This is an optimization exercise on Yosys and OpenROAD, whose aim is small area, not a production implementation. Function was checked by simulation only, so behaviour that the tests miss may differ from the original. Power figures rest on the tool's default switching activity, not on a simulated workload.

== before ==
Design acq_decim, start of the top module:
module acq_decim (
    input  wire        clk,
    input  wire        rst,
    input  wire        start,
    input  wire [2:0]  order,
    input  wire [10:0] ratio,
    input  wire [31:0] cal_ofs,
    input  wire [31:0] cal_gain,
    input  wire        x_valid,
    input  wire [13:0] x,
    output reg         res_valid,
    output wire [29:0] res_f,
    output wire [31:0] res_v,
    output wire        res_clip,
    output wire        res_sat
);
Size in the first run: roughly 160 I/O pins, about 17000 um^2 of cells after synthesis.
==> flow/config.mk <==
export PLATFORM = sky130hd
export DESIGN_NAME = acq_decim
export DESIGN_NICKNAME = acq_decim
export VERILOG_FILES = /design/flow/design.v
export SDC_FILE = /design/flow/constraint.sdc
export NUM_CORES = 4
export LEC_CHECK = 0
export CAP_MARGIN = 20
export CORE_MARGIN = 2
export CORE_UTILIZATION = 65
export CTS_BUF_LIST = sky130_fd_sc_hd__clkbuf_4
export SLEW_MARGIN = 20
export SYNTH_HIERARCHICAL = 1
export SYNTH_MINIMUM_KEEP_SIZE = 0
==> flow/constraint.sdc <==
create_clock -name core_clock -period 12.0 [get_ports {clk}]
set_input_delay 2.4000 -clock core_clock [delete_from_list [all_inputs] [get_ports {clk}]]
set_output_delay 2.4000 -clock core_clock [all_outputs]
set_load 0.01 [all_outputs]
standard.sh (not shown) runs the stock make flow with config.mk's settings and CLKGATE_MAP_FILE= SYNTH_SCRIPT=/design/flow/synth_recipe.tcl, a recipe that flattens the netlist after the stock synthesis.
==> flow/flow/run.sh <==
#!/bin/bash
set -uo pipefail
bash standard.sh \
  "BUFFER_PORTS_ARGS=-buffer_cell sky130_fd_sc_hd__buf_1" \
  "CTS_ARGS=-sink_clustering_enable -repair_clock_nets -dont_use_dummy_load" \
  finish > flow_make.log 2>&1
rc=$?
tail -40 flow_make.log
exit $rc
--- input diff before..after ---
Settings: CTS_BUF_LIST no longer set, was sky130_fd_sc_hd__clkbuf_4.
Notes after the runs:
The non-clock buffer count on before is in line with that on after.
On clock sink count, before tracks after almost exactly.
after against before: power saw little to no change, area of the mapped netlist saw little to no change, number of hold violations in the final report saw little to no change.
Diff after..before | clock network latency to the later pin of the worst-skew pair | negligible
after -> before: number of instances in the synthesized netlist delta 0, exact match
Comparing after against before, there is no change at all in cell leakage power.
There was hardly any difference in pre-CTS worst setup slack between before and after.
Reported for after and before, routed wire length turned out identical to the last digit.
Re largest net degree at the start of global routing: no difference whatsoever between before and after.

---

alpha:
acq_decim, a different RTL version from the one above (not shown whole).
For scale: about 1900 cells after synthesis, roughly 160 I/O pins, roughly 0.020 mm^2 of cells after synthesis.
==> flow/config.mk <==
export PLATFORM = sky130hd
export DESIGN_NAME = acq_decim
export DESIGN_NICKNAME = acq_decim
export VERILOG_FILES = /design/flow/design.v
export SDC_FILE = /design/flow/constraint.sdc
export NUM_CORES = 4
export LEC_CHECK = 0
export CAP_MARGIN = 20
export CORE_MARGIN = 2
export CORE_UTILIZATION = 40
export SLEW_MARGIN = 20
export SYNTH_HIERARCHICAL = 1
export SYNTH_MINIMUM_KEEP_SIZE = 0
==> flow/constraint.sdc <==
create_clock -name core_clock -period 12.0 [get_ports {clk}]
set_input_delay 2.4000 -clock core_clock [delete_from_list [all_inputs] [get_ports {clk}]]
set_output_delay 2.4000 -clock core_clock [all_outputs]
set_load 0.01 [all_outputs]
run.sh (not shown) runs the stock make flow with config.mk's settings and CLKGATE_MAP_FILE= SYNTH_SCRIPT=/design/flow/synth_recipe.tcl, a recipe that flattens the netlist after the stock synthesis.
Stock flow here: none of the scripts above is used.
In summary, alpha completed successfully, with a layout that passed the timing, design-rule and antenna checks.
Here is what was changed in the inputs of beta compared with alpha.
--- a/flow/config.mk
+++ b/flow/config.mk
@@ -8,5 +8,5 @@
 export CAP_MARGIN = 20
 export CORE_MARGIN = 2
-export CORE_UTILIZATION = 40
+export CORE_UTILIZATION = 65
 export SLEW_MARGIN = 20
 export SYNTH_HIERARCHICAL = 1
[summary]
Of beta and alpha, the run reporting the higher data arrival time of the critical path was beta.
Changes observed in beta relative to alpha: number of nets in the finished design closely matched the old numbers, total of clock buffers placed in the layout decreased by about 30% relative to the old numbers.
Comparing beta and alpha, the higher shortest clock period the worst path allows after layout is on beta.
Per the final summary, beta finished and its layout is clean on timing, DRC and antenna.
Placed instance area (beta over alpha): decrease, about 1.4%
beta has less setup slack than alpha.
Compared with alpha, beta shows post-route cell area lower by about 2%.
Compared with alpha, non-clock buffer count in beta decreased slightly.

---

acq_decim, a different RTL version from the one above (not shown whole).
Size: roughly 1900 cells after synthesis, ~160 I/O pins, ~19000 sq um of cells after synthesis.
make LEC_CHECK=0 CAP_MARGIN=20 CORE_MARGIN=2 CORE_UTILIZATION=65 SLEW_MARGIN=20 SYNTH_HIERARCHICAL=1 SYNTH_MINIMUM_KEEP_SIZE=0 finish   # period 12.0 ns
The baseline ran to the end with no violations.
Rerun with:
==> flow/flow/run.sh (new file) <==
#!/bin/bash
set -uo pipefail
bash standard.sh \
  "BUFFER_PORTS_ARGS=-buffer_cell sky130_fd_sc_hd__buf_1" \
  "CTS_ARGS=-sink_clustering_enable -repair_clock_nets -dont_use_dummy_load" \
  finish > flow_make.log 2>&1
rc=$?
tail -40 flow_make.log
exit $rc
==> flow/standard.sh (new file) <==
#!/bin/bash
# synth_recipe.tcl (not shown) runs the flow's synth.tcl, then flattens the netlist and writes it again
# the make line also repeats each setting of config.mk as NAME=value (left out here)
make -C /OpenROAD-flow-scripts/flow DESIGN_CONFIG=/design/flow/config.mk WORK_HOME=/design/flow/orfs CLKGATE_MAP_FILE= SYNTH_SCRIPT=/design/flow/synth_recipe.tcl "${@:-finish}"
removed: flow/run.sh
Result: Wire length is lower slightly; via count falls slightly; global-route usage drops by 0.55 points; setup slack improved by 410 ps; maximum frequency went up by a few percent; die area does not change.

---

Setup of v20:
Another version of the RTL of acq_decim (not shown whole).
Size: roughly 1400 cells after synthesis.
Design acq_decim, start of the top module:
module acq_decim (
    input  wire        clk,
    input  wire        rst,
    input  wire        start,
    input  wire [2:0]  order,
    input  wire [10:0] ratio,
    input  wire [31:0] cal_ofs,
    input  wire [31:0] cal_gain,
    input  wire        x_valid,
    input  wire [13:0] x,
    output reg         res_valid,
    output wire [29:0] res_f,
    output wire [31:0] res_v,
    output wire        res_clip,
    output wire        res_sat
);
Settings: LEC_CHECK=0, CAP_MARGIN=20, CORE_MARGIN=2, CORE_UTILIZATION=65, SLEW_MARGIN=20, SYNTH_HIERARCHICAL=1, SYNTH_MINIMUM_KEEP_SIZE=0; clock period 12.0 ns.
standard.sh (not shown) runs the stock make flow with config.mk's settings and CLKGATE_MAP_FILE= SYNTH_SCRIPT=/design/flow/synth_recipe.tcl, a recipe that flattens the netlist after the stock synthesis.
==> flow/flow/run.sh <==
#!/bin/bash
set -uo pipefail
bash standard.sh \
  "BUFFER_PORTS_ARGS=-buffer_cell sky130_fd_sc_hd__buf_1" \
  "CTS_ARGS=-sink_clustering_enable -repair_clock_nets -dont_use_dummy_load -buf_list sky130_fd_sc_hd__clkbuf_8 -sink_clustering_size 10 -sink_clustering_max_diameter 50" \
  finish > flow_make.log 2>&1
rc=$?
tail -40 flow_make.log
exit $rc
> inputs changed (v20 -> v49)
==> flow/flow/run.sh <==
#!/bin/bash
set -uo pipefail
bash standard.sh \
  "BUFFER_PORTS_ARGS=-buffer_cell sky130_fd_sc_hd__buf_1" \
  "CTS_ARGS=-sink_clustering_enable -repair_clock_nets -dont_use_dummy_load -buf_list sky130_fd_sc_hd__clkbuf_8" \
  finish > flow_make.log 2>&1
rc=$?
tail -40 flow_make.log
exit $rc
Results
~same footprint of the multi-input gates in v20 and v49
Diff v20..v49 | post-synthesis instance area | unchanged
Going from v20 to v49, non-clock buffer instance count of the final layout held steady, worst setup margin held steady.
v49 -> v20: number of buffer cells added on primary ports delta 0, exact match
Global-route wire length before repair: v20 vs v49 identical
On total setup buffers inserted after CTS, v20 and v49 are basically level.
Compared v49 against v20; clock-pin slew reported for the worst setup and hold paths after clock tree synthesis within noise.
Changes in v54 relative to v49:
==> flow/flow/run.sh <==
#!/bin/bash
set -uo pipefail
bash standard.sh \
  "BUFFER_PORTS_ARGS=-buffer_cell sky130_fd_sc_hd__buf_1" \
  "CTS_ARGS=-sink_clustering_enable -repair_clock_nets -dont_use_dummy_load" \
  finish > flow_make.log 2>&1
rc=$?
tail -40 flow_make.log
exit $rc
Results
v49 -> v54: number of I/O port buffers flat
Re fraction of power spent switching nets: v54 is 0.91 points down on v49.
Going from v49 to v54, wire length of the first global-routing pass increased 0.55%; final worst setup slack increased 21 ps; global-route usage increased 0.28 points; via density per instance increased 1.1%.
Setup changes, v54 to v52
==> flow/flow/run.sh <==
#!/bin/bash
set -uo pipefail
bash standard.sh \
  "BUFFER_PORTS_ARGS=-buffer_cell sky130_fd_sc_hd__buf_1" \
  "CTS_ARGS=-sink_clustering_enable -repair_clock_nets -dont_use_dummy_load -buf_list sky130_fd_sc_hd__clkbuf_8 -sink_buffer_max_cap_derate 0.7" \
  finish > flow_make.log 2>&1
rc=$?
tail -40 flow_make.log
exit $rc
Notes after the runs:
- Routed wire length was lower in v52 than in v54.
- Diff v54 -> v52: minimum clock period after layout went up, sequential share of layout area went up.
- Looking at antenna diode count across v54 and v52, the one that comes out lower is v54.
- The clock latency at the later pin of the worst-skew pair in v52 sits 40 ps above the value recorded for v54.
- Re register-to-register slack: v54 was higher than v52.
- Of v54 and v52, the run reporting the higher sum of internal, switching and leakage power was v54.

## what the ideal ports hide
No port has a modelled driver above. Below, the same layouts with a new extraction and two added sets of constraints. Step 1 assumes that a clkbuf_16 drives the clock port and a buf_2 every other input. Step 2 moves the port delays by t, midway between the first and last clock arrival at a register: inputs arrive t later, outputs are due t later. That takes back most of the time a late clock gives input paths. Three values: no drivers, after step 1, after step 2; two values: the first two.
run | t (ns) | slack for setup (ns) | worst data-port slew with drivers (ns)
before | 0.576 | 1.230 / 1.230 / 1.230 | 0.07
after | 0.576 | 1.230 / 1.230 / 1.230 | 0.07
alpha | 0.627 | 1.511 / 1.511 / 1.511 | 0.05
beta | 0.591 | 1.354 / 1.354 / 1.297 | 0.05
the first run of note 3 | 0.589 | 1.006 / 1.006 / 1.006 | 0.05
the second run of note 3 | 0.584 | 1.420 / 1.420 / 1.420 | 0.05
v20 | 0.515 | 1.055 / 1.055 / 1.055 | 0.04
v49 | 0.515 | 1.055 / 1.055 / 1.055 | 0.04
v54 | 0.492 | 1.076 / 1.076 / 1.076 | 0.04
v52 | 0.515 | 1.055 / 1.055 / 1.055 | 0.04
After both steps setup and hold are still met in every run listed. The setup slack of beta, which loses most, moves by 0.000 ns with the drivers and by -0.057 ns with both steps.
